Background: an optimization exercise with open tools, aiming at small area, a short achievable clock period and few clock cycles. Do not read the settings as production practice. Only simulation tests tie the RTL to the original design; equivalence was not proved. Power figures rest on the tool's default switching activity, not on a simulated workload.

### run.sh
#!/bin/bash
# synth_recipe.tcl (not shown) runs the flow's synth.tcl, then flattens the netlist and writes it again
# the make line also repeats each setting of config.mk as NAME=value (left out here)
make -C /OpenROAD-flow-scripts/flow DESIGN_CONFIG=/design/flow/config.mk WORK_HOME=/design/flow/orfs CLKGATE_MAP_FILE= SYNTH_SCRIPT=/design/flow/synth_recipe.tcl finish
### constraint.sdc
create_clock -name core_clock -period 8.0 [get_ports {clk}]
set_input_delay 1.6000 -clock core_clock [delete_from_list [all_inputs] [get_ports {clk}]]
set_output_delay 1.6000 -clock core_clock [all_outputs]
set_load 0.01 [all_outputs]
### config.mk
export PLATFORM = sky130hd
export DESIGN_NAME = fblc_dec
export DESIGN_NICKNAME = fblc_dec
export VERILOG_FILES = /design/flow/design.v
export SDC_FILE = /design/flow/constraint.sdc
export NUM_CORES = 4
export LEC_CHECK = 0
export CAP_MARGIN = 20
export CELL_PAD_IN_SITES_DETAIL_PLACEMENT = 1
export CELL_PAD_IN_SITES_GLOBAL_PLACEMENT = 2
export CORE_MARGIN = 2
export CORE_UTILIZATION = 30
export GPL_ROUTABILITY_DRIVEN = 1
export PLACE_DENSITY = 0.45
export SLEW_MARGIN = 20
### design.v
module fblc_dec (
    input  wire        clk,
    input  wire        rst_n,
    input  wire        in_valid,
    input  wire [7:0]  in_data,
    input  wire        in_last,
    output wire        in_ready,
    output wire        out_valid,
    input  wire        out_ready,
    output wire [15:0] out_syms,
    output wire [3:0]  out_count,
    output reg         done_valid,
    output reg  [3:0]  done_detail,
    output reg  [31:0] done_bitoff,
    output reg  [31:0] done_bytes
);
    localparam HWIN = 512;
    localparam HB   = 9;
    localparam WMAX = 256;
    localparam [3:0] S_HDR  = 4'd0,
                     S_HCHK = 4'd1,
                     S_TOK  = 4'd2,
                     S_PRE  = 4'd3,
                     S_VOFF = 4'd4,
                     S_RSYM = 4'd5,
                     S_GZ   = 4'd6,
                     S_GB   = 4'd7,
                     S_PROD = 4'd8,
                     S_LIT  = 4'd9,
                     S_END  = 4'd10,
                     S_SKIP = 4'd11,
                     S_DONE = 4'd12;
    localparam [2:0] K_LIT = 3'd1, K_RUN = 3'd2, K_VERT = 3'd3, K_HIST = 3'd4;
    reg [3:0] state;
    reg [7:0]  hdr [0:15];
    reg [3:0]  hcnt;
    wire [15:0] h_width = {hdr[5], hdr[4]};
    wire [31:0] h_lines = {hdr[11], hdr[10], hdr[9], hdr[8]};
    wire        h_e1 = (hdr[0] != 8'h46) || (hdr[1] != 8'h42) || (hdr[2] != 8'h01);
    wire        h_e2 = (hdr[3] != 8'd2);
    wire        h_e3 = (h_width == 16'd0) || (h_width[5:0] != 6'd0) || (h_width > WMAX);
    wire        h_e4 = (h_lines == 32'd0) || (h_lines > 32'hFF_FFFF);
    wire        h_e5 = (hdr[6][7:1] != 7'd0) || (hdr[7] != 8'd0) || (hdr[12] != 8'd0) ||
                       (hdr[13] != 8'd0) || (hdr[14] != 8'd0) || (hdr[15] != 8'd0);
    reg [7:0]  bbuf;
    reg        bhave;
    reg        blast;
    reg [2:0]  bidx;
    reg        dend;        
    reg [31:0] bitpos;
    wire cur_bit = bbuf[3'd7 - bidx];
    wire bit_state = (state == S_PRE) || (state == S_VOFF) || (state == S_RSYM) ||
                     (state == S_GZ)  || (state == S_GB)   || (state == S_LIT)  ||
                     (state == S_END);
    reg bit_take;    
    wire can_load = !dend && (!bhave || (bit_take && bidx == 3'd7 && !blast));
    assign in_ready = (state == S_HDR) ||
                      (state == S_SKIP && !bhave && !dend) ||
                      (bit_state && can_load);
    wire in_fire = in_valid && in_ready;
    reg [2*HWIN-1:0] hist;
    reg [HB-1:0]     hpos;
    reg [2*WMAX-1:0] prev;
    reg [2*WMAX-1:0] cur;
    reg [8:0]        width;
    reg [8:0]        col;
    reg [31:0]       rem;        
    reg [2:0]  kind;
    reg [1:0]  pre;
    reg [1:0]  fcnt;             
    reg [2:0]  vbits;
    reg [1:0]  tok_sym;
    reg signed [3:0] tok_off;
    reg [23:0] tok_left;
    reg [9:0]  tok_dist;
    reg [31:0] tstart;
    reg        gdist;            
    reg [4:0]  gzeros;
    reg [4:0]  gleft;
    reg [23:0] gval;
    reg        lbit;
    reg        lphase;
    reg [2:0]  ecnt;
    reg [3:0]  detail;
    reg [31:0] bytes_in;
    reg        ov;
    reg [1:0]  osym;
    assign out_valid = ov;
    assign out_syms  = {14'd0, osym};
    assign out_count = 4'd1;
    wire emit_ok = !ov || out_ready;
    wire signed [10:0] vidx = $signed({2'b00, col}) + tok_off;
    wire        vin   = (vidx >= 0) && (vidx < $signed({2'b00, width}));
    wire [1:0]  vsym  = vin ? prev[2*vidx[7:0] +: 2] : 2'd0;
    wire [HB-1:0] haddr = hpos - tok_dist[HB-1:0];
    wire [1:0]  hsym  = hist[2*haddr +: 2];
    wire [1:0]  psym  = (kind == K_RUN)  ? tok_sym :
                        (kind == K_VERT) ? vsym : hsym;
    wire [23:0] gnew_z = 24'd1 << gzeros;
    wire [23:0] gnew_b = gval | ({23'd0, cur_bit} << (gleft - 5'd1));
    wire [23:0] gcand  = (state == S_GZ) ? gnew_z : gnew_b;
    wire [8:0]  line_left = width - col;
    wire        g_e9 = gdist && ({8'd0, gcand} > HWIN);
    wire        g_e7 = !gdist && ({8'd0, gcand} > rem);
    wire        g_e8 = !gdist && (kind == K_VERT) && (gcand > {15'd0, line_left});
    wire        g_err = g_e9 || g_e7 || g_e8;
    wire [3:0]  g_det = g_e9 ? 4'd9 : g_e7 ? 4'd7 : 4'd8;
    localparam [4:0] END_PAT = 5'b10111;
    integer i;
    task emit(input [1:0] s);
        begin
            ov   <= 1'b1;
            osym <= s;
            hist[2*hpos +: 2] <= s;
            hpos <= hpos + 1'b1;
            cur[2*col[7:0] +: 2] <= s;
            rem  <= rem - 1'b1;
            if (col == width - 1'b1) begin
                col <= 9'd0;
                for (i = 0; i < WMAX; i = i + 1)
                    prev[2*i +: 2] <= (i == col) ? s : cur[2*i +: 2];
            end else begin
                col <= col + 1'b1;
            end
        end
    endtask
    task fail(input [3:0] d);
        begin
            detail <= d;
            state  <= S_SKIP;
        end
    endtask
    task gamma_done(input [23:0] v);
        begin
            gzeros <= 5'd0;
            if (gdist) begin
                tok_dist <= v[9:0];
                gdist    <= 1'b0;
                state    <= S_GZ;
            end else begin
                tok_left <= v;
                lphase   <= 1'b0;
                state    <= (kind == K_LIT) ? S_LIT : S_PROD;
            end
        end
    endtask
    always @(*) begin
        bit_take = 1'b0;
        if (bit_state && bhave) begin
            case (state)
                S_LIT:   bit_take = !lphase || emit_ok;
                default: bit_take = 1'b1;
            endcase
        end
    end
    always @(posedge clk) begin
        if (!rst_n) begin
            state       <= S_HDR;
            hcnt        <= 4'd0;
            for (i = 0; i < 16; i = i + 1) hdr[i] <= 8'd0;
            bbuf        <= 8'd0;
            bhave       <= 1'b0;
            blast       <= 1'b0;
            bidx        <= 3'd0;
            dend        <= 1'b0;
            bitpos      <= 32'd0;
            hist        <= {2*HWIN{1'b0}};
            hpos        <= {HB{1'b0}};
            prev        <= {2*WMAX{1'b0}};
            cur         <= {2*WMAX{1'b0}};
            width       <= 9'd0;
            col         <= 9'd0;
            rem         <= 32'd0;
            kind        <= 3'd0;
            pre         <= 2'd0;
            fcnt        <= 2'd0;
            vbits       <= 3'd0;
            tok_sym     <= 2'd0;
            tok_off     <= 4'sd0;
            tok_left    <= 24'd0;
            tok_dist    <= 10'd0;
            tstart      <= 32'd0;
            gdist       <= 1'b0;
            gzeros      <= 5'd0;
            gleft       <= 5'd0;
            gval        <= 24'd0;
            lbit        <= 1'b0;
            lphase      <= 1'b0;
            ecnt        <= 3'd0;
            detail      <= 4'd0;
            bytes_in    <= 32'd0;
            ov          <= 1'b0;
            osym        <= 2'd0;
            done_valid  <= 1'b0;
            done_detail <= 4'd0;
            done_bitoff <= 32'd0;
            done_bytes  <= 32'd0;
        end else begin
            done_valid <= 1'b0;
            if (ov && out_ready) ov <= 1'b0;
            if (bit_take) begin
                bitpos <= bitpos + 1'b1;
                if (bidx == 3'd7) begin
                    bidx  <= 3'd0;
                    bhave <= 1'b0;
                    if (blast) dend <= 1'b1;
                end else begin
                    bidx <= bidx + 1'b1;
                end
            end
            if (bit_state && in_fire) begin
                bbuf  <= in_data;
                blast <= in_last;
                bhave <= 1'b1;
                bidx  <= 3'd0;
            end
            case (state)
            S_HDR: begin
                if (in_fire) begin
                    hdr[hcnt] <= in_data;
                    hcnt      <= hcnt + 1'b1;
                    if (hcnt == 4'd15) begin
                        if (in_last) dend <= 1'b1;
                        state <= S_HCHK;
                    end else if (in_last) begin
                        detail <= 4'd13;
                        state  <= S_DONE;
                    end
                end
            end
            S_HCHK: begin
                bitpos <= 32'd0;
                if (h_e1)      fail(4'd1);
                else if (h_e2) fail(4'd2);
                else if (h_e3) fail(4'd3);
                else if (h_e4) fail(4'd4);
                else if (h_e5) fail(4'd5);
                else begin
                    width <= h_width[8:0];
                    col   <= 9'd0;
                    rem   <= h_lines[23:0] * h_width[8:0];
                    if (hdr[6][0] || h_width[8:0] != width) begin
                        hist <= {2*HWIN{1'b0}};
                        prev <= {2*WMAX{1'b0}};
                        hpos <= {HB{1'b0}};
                    end
                    state <= S_TOK;
                end
            end
            S_TOK: begin
                tstart <= bitpos;
                fcnt   <= 2'd0;
                ecnt   <= 3'd0;
                gzeros <= 5'd0;
                gdist  <= 1'b0;
                state  <= (rem == 32'd0) ? S_END : S_PRE;
            end
            S_PRE: begin
                if (!bhave) begin
                    if (dend) fail(4'd12);
                end else if (fcnt == 2'd0) begin
                    pre[1] <= cur_bit;
                    fcnt   <= 2'd1;
                end else begin
                    fcnt <= 2'd0;
                    case ({pre[1], cur_bit})
                        2'b00: begin kind <= K_LIT;  state <= S_GZ;   end
                        2'b01: begin kind <= K_RUN;  state <= S_RSYM; end
                        2'b10: begin kind <= K_VERT; state <= S_VOFF; end
                        2'b11: begin kind <= K_HIST; gdist <= 1'b1; state <= S_GZ; end
                    endcase
                end
            end
            S_VOFF: begin
                if (!bhave) begin
                    if (dend) fail(4'd12);
                end else begin
                    vbits <= {vbits[1:0], cur_bit};
                    if (fcnt == 2'd2) begin
                        fcnt <= 2'd0;
                        if ({vbits[1:0], cur_bit} == 3'b111) begin
                            fail(4'd11);
                        end else begin
                            tok_off <= $signed({1'b0, vbits[1:0], cur_bit}) - 4'sd3;
                            state   <= S_GZ;
                        end
                    end else begin
                        fcnt <= fcnt + 1'b1;
                    end
                end
            end
            S_RSYM: begin
                if (!bhave) begin
                    if (dend) fail(4'd12);
                end else begin
                    tok_sym <= {tok_sym[0], cur_bit};
                    if (fcnt == 2'd1) begin
                        fcnt  <= 2'd0;
                        state <= S_GZ;
                    end else begin
                        fcnt <= fcnt + 1'b1;
                    end
                end
            end
            S_GZ: begin
                if (!bhave) begin
                    if (dend) fail(4'd12);
                end else if (!cur_bit) begin
                    if (gzeros == 5'd23) fail(4'd6);
                    else gzeros <= gzeros + 1'b1;
                end else begin
                    gval  <= gnew_z;
                    gleft <= gzeros;
                    if (g_err)               fail(g_det);
                    else if (gzeros == 5'd0) gamma_done(gnew_z);
                    else                     state <= S_GB;
                end
            end
            S_GB: begin
                if (!bhave) begin
                    if (dend) fail(4'd12);
                end else begin
                    gval  <= gnew_b;
                    gleft <= gleft - 1'b1;
                    if (g_err)               fail(g_det);
                    else if (gleft == 5'd1)  gamma_done(gnew_b);
                end
            end
            S_PROD: begin
                if (emit_ok) begin
                    emit(psym);
                    tok_left <= tok_left - 1'b1;
                    if (tok_left == 24'd1) state <= S_TOK;
                end
            end
            S_LIT: begin
                if (!bhave) begin
                    if (dend) fail(4'd12);
                end else if (!lphase) begin
                    lbit   <= cur_bit;
                    lphase <= 1'b1;
                end else if (emit_ok) begin
                    lphase <= 1'b0;
                    emit({lbit, cur_bit});
                    tok_left <= tok_left - 1'b1;
                    if (tok_left == 24'd1) state <= S_TOK;
                end
            end
            S_END: begin
                if (!bhave) begin
                    if (dend) fail(4'd12);
                end else if (cur_bit != END_PAT[3'd4 - ecnt]) begin
                    fail(4'd10);
                end else if (ecnt == 3'd4) begin
                    bytes_in <= 32'd16 + ((bitpos + 32'd8) >> 3);
                    detail   <= 4'd0;
                    state    <= S_SKIP;
                end else begin
                    ecnt <= ecnt + 1'b1;
                end
            end
            S_SKIP: begin
                if (dend) begin
                    state <= S_DONE;
                end else if (bhave) begin
                    bhave <= 1'b0;
                    if (blast) state <= S_DONE;
                end else if (in_fire && in_last) begin
                    state <= S_DONE;
                end
            end
            S_DONE: begin
                if (!ov || out_ready) begin
                    done_valid  <= 1'b1;
                    done_detail <= detail;
                    done_bitoff <= (detail >= 4'd6 && detail <= 4'd12) ? tstart : 32'd0;
                    done_bytes  <= (detail == 4'd0) ? bytes_in : 32'd0;
                    if (detail != 4'd0) begin
                        hist <= {2*HWIN{1'b0}};
                        prev <= {2*WMAX{1'b0}};
                        hpos <= {HB{1'b0}};
                    end
                    detail <= 4'd0;
                    hcnt   <= 4'd0;
                    bhave  <= 1'b0;
                    dend   <= 1'b0;
                    bitpos <= 32'd0;
                    state  <= S_HDR;
                end
            end
            default: state <= S_HDR;
            endcase
        end
    end
endmodule
==> results.txt <==
==> tightest hold or removal path: stages (launching register included) <==
cell     delay, ns
dfxtp_1       0.32
nand2_1       0.05
o31ai_1       0.05
==> logic make-up after synthesis <==
logic type / after synthesis / share of synthesized area
flip-flops: 2512 / 0.4030
other: 2 / 0.00005869
AO/OA/AOI/OAI: 5479 / 0.2705
adder cells (fa/ha/maj): 314 / 0.03990
AND/OR/NAND/NOR: 3967 / 0.1345
multiplexers: 566 / 0.08423
XOR/XNOR: 164 / 0.01128
buffers and inverters: 1773 / 0.05640
==> worst paths after layout <==
kind / from / to / slack (ns) / depth (start not counted)
setup reg to reg: hpos[0] / cur[122] / 0.72 / 19
hold / removal: hist[74] / hist[74] / 0.45 / 2
setup / recovery: hpos[0] / cur[122] / 0.72 / 19
hold reg to reg: hist[74] / hist[74] / 0.45 / 2
==> sequential cells by signal (all words and copies together) (netlist names), 5 cells and up <==
register,count
tok_dist,9
gzeros,5
col,9
width,9
gleft,5
hdr,128
hist,1024
bytes_in,30
gval,24
prev,512
tok_left,24
bitpos,32
tstart,32
bbuf,8
rem,32
cur,512
done_bytes,30
done_bitoff,32
hpos,9
==> cell usage in the layout, fill, tap and decap left out, drive strengths merged, types with 84 or more instances in the layout <==
cell type,synthesis,routed
inv,281,289
o31ai,547,547
clkbuf,1150,491
nand2b,84,84
nor2,910,910
mux4,407,407
fa,157,157
o211ai,517,517
nor3,180,180
a21o,177,177
edfxtp,128,128
a222oi,240,240
a21oi,1572,1572
mux2i,143,143
nand3,364,364
o21ai,1480,1480
xnor2,96,96
nand2,1904,1904
buf,337,466
a32oi,230,230
a211oi,297,297
ha,156,156
and2,236,236
dfxtp,2384,2384
==> stage by stage <==
| stage | worst slack [ns] | hold slack (ns) |
|---|---|---|
| after floorplan | 2.767 | 0.4144 |
| after global placement | 0.9975 | 0.4280 |
| after detailed placement | 0.9966 | 0.4388 |
| after CTS | 0.9274 | 0.4538 |
| after global routing | 0.6949 | 0.4656 |
| final | 0.7204 | 0.4480 |
==> routing by layer <==
| metal | up-vias | global-route usage | wire, um |
|---|---|---|---|
| met1 | 64365 | 0.4267 | 311200 |
| met3 | 956 | 0.03665 | 39810 |
| met5 | - | 0 | 34 |
| li1 | 53447 | - | - |
| met2 | 4235 | 0.4817 | 304200 |
| met4 | 6 | 0.1019 | 24760 |
==> power by group <==
group | leakage, nW | switching [W] | internal [W] | total [W]
clock | 5.20 | 0.00630 | 0.00874 | 0.0150
sequential | 20.5 | 0.000284 | 0.0128 | 0.0131
combinational | 22.3 | 0.00943 | 0.00296 | 0.0124
==> final cells by class <==
class | count | area share
timing repair buffer | 548 | 0.03668
clock inverter | 85 | 0.006397
tap | 5663 | 0.04862
inverter | 286 | 0.007418
multi-input combinational | 10510 | 0.4803
sequential | 2512 | 0.3539
antenna | 21 | 0.0003606
clock buffer | 491 | 0.06629
==> summary.md <==
| Metric | Value |
|---|---|
| PostCTS Resize Cnt | `0` |
| Slew headroom | `0.1572` |
| Slew Limit Fails | `0` |
| Data arrival, critical path | `8.03 ns` |
| Util after Layout | `0.3434` |
| Width of the die | `657.1 um` |
| Worst-path clk slew | `0.06 ns` |
| Main flop type after synthesis | `dfxtp_1` |
| DRT antenna net count | `0` |
| First-pass GRT wire length | `966.8 mm` |
| PwrDens | `278.1 nW/um2` |
| Status | `complete, no violations` |
| CP bufs+invs | `6` |
| YS warnings | `1` |
| Area taken by flip-flops and latches | `~52000 um2` |
| Cell variety after synth | `a little over 90` |
| Core region area | `424300 um2` |
| Routed wire length | `680.0 mm` |
| Overflow after GRT | `0` |
| CP top delay family | `compound AO/OA/AOI/OAI gates` |
| Endpoint class of the critical path | `register` |
| Gpl congestion | `approximately 0.9` |
| Setup TNS | `0 ns` |
| Least-Margin Pin Slew | `1.261 ns` |
| Synthesis-to-finish area growth | `13.89%` |
| Leak | `48.02 nW` |
| I/O Pins | `104` |
| Max VDD drop | `0.3037 mV` |
| Top post-synthesis cells by area | `dfxtp_1, mux4_2, a21oi_1` |
| RSZ-0062 raised after global routing | `no` |
| Layout fillers | `48271` |
| Dpl cell area | `around 140000 um2` |
| I/O Buffers | `83` |
| Cts hold-fix bufs | `0` |
| Vias | `about 120k` |
| Min cycle time layout | `7.280 ns` |
| Share of post-route cells with drive strength above 1 | `0.1062` |
| Sequential fraction of the synthesis area | `0.4030` |
| Ys async rst share | `0` |
| Syn Area/Cell | `8.659 um2` |
| Hold Vio Cnt, Final | `0` |
| Final #Nets | `14509` |
| Post-CTS setup buffer count | `0` |
| Initial Util | `0.3015` |
| Post-synth EDFFs | `128` |
| Multi-input logic area | `70000 um2` |
| Drt first pass iters | `8` |
| Global Route Usage Sum | `0.3039` |
| Worst-skew pair later-pin latency | `0.99 ns` |
| Hold crit path type | `register to register` |
| Root buf cell | `clkbuf_16` |
| CTS tree | `yes` |
| Critical path class | `register to register` |
| Largest net degree at the start of global routing | `154` |
| Register bit total from synthesis | `2512` |
| Die height | `657.1 um` |
| Finished Cell Area | `around 150000 um2` |
| Fin cells | `20116` |
| # H-tree levels | `5` |
| Avg WL per Cell | `33.80 um` |
| # clock sinks | `2512` |
| Crit-path max cell delay | `0.79 ns` |
| Vias in the first global route | `125575` |
| Total CTS buffers | `325` |
| Critical Path RT | `around 8.8 ns` |
| Commonest cells in the netlist | `dfxtp_1, nand2_1, a21oi_1, o21ai_0, clkbuf_1` |
| CP max-delay cell | `and2_2` |
| Post-synth top area cell | `dfxtp_1` |
| Total power | `approximately 0.04 W` |
| Final worst path period share | `0.9100` |
| Final setup fails | `0` |
| Clock skew | `0.08092 ns` |
| Fmax | `137.4 MHz` |
| Placed cell count | `19516` |
| Critical path launch point type | `register` |
| Area fraction of the dominant cell type after synthesis | `0.3730` |
| Top-count cell post-synth | `dfxtp_1` |
| # rows | `between 200 and 250` |
| Post-route DRC violation count | `0` |
| DP HPWL | `438.6 mm` |
| CTS max path bufs | `4` |
| Initial antenna violation count | `59` |
| Die Footprint | `431700 um2` |
| Cells along the critical path | `inv_1 -> ha_4 -> inv_1 -> fa_4 -> a211o_1 -> nand2_1 -> buf_4 -> and2_2 -> buf_4 -> and3_1 -> a31oi_1 -> a311o_1 -> nor4_1 -> a2111oi_0 -> a211o_1 -> a31oi_4 -> buf_12 -> buf_12 -> a21oi_1` |
| Area of the mapped netlist | `~130000 um2` |
| Via/cell ratio | `a little over 6` |
| DRT iter0 DRCs | `11639` |
| Post-Synthesis Cells | `approximately 15000` |
| MaxCap Viol Count | `0` |
| CP max FO | `82` |
Testbench counts, summed over its fixed seeds: cycles 80,357.

-- re-timing with driven ports --
How much do the figures lean on ideal ports? The routed layout below was timed once more, with nothing changed but the port constraints.
Step 1: set_driving_cell puts a clkbuf_16 on clk and a buf_2 on each other input, an assumption about the parent block.
Step 2, shift: input delay + t, output delay - t, t = (earliest + latest rising clock arrival at the registers) / 2. This alone moves slack from input paths to output paths.
a / b / c = ideal / step 1 / step 2; a / b = the first two.
t (ns): 1.056
setup slack, ns: 0.720 / 0.720 / 0.720
hold slack, ns: 0.448 / 0.448 / 0.448
worst setup path at the end: register to register
pins driven straight from the clock port: 1
After both steps setup and hold are still met in this run. The setup slack of this run moves by 0.000 ns with the drivers and by 0.000 ns with both steps.
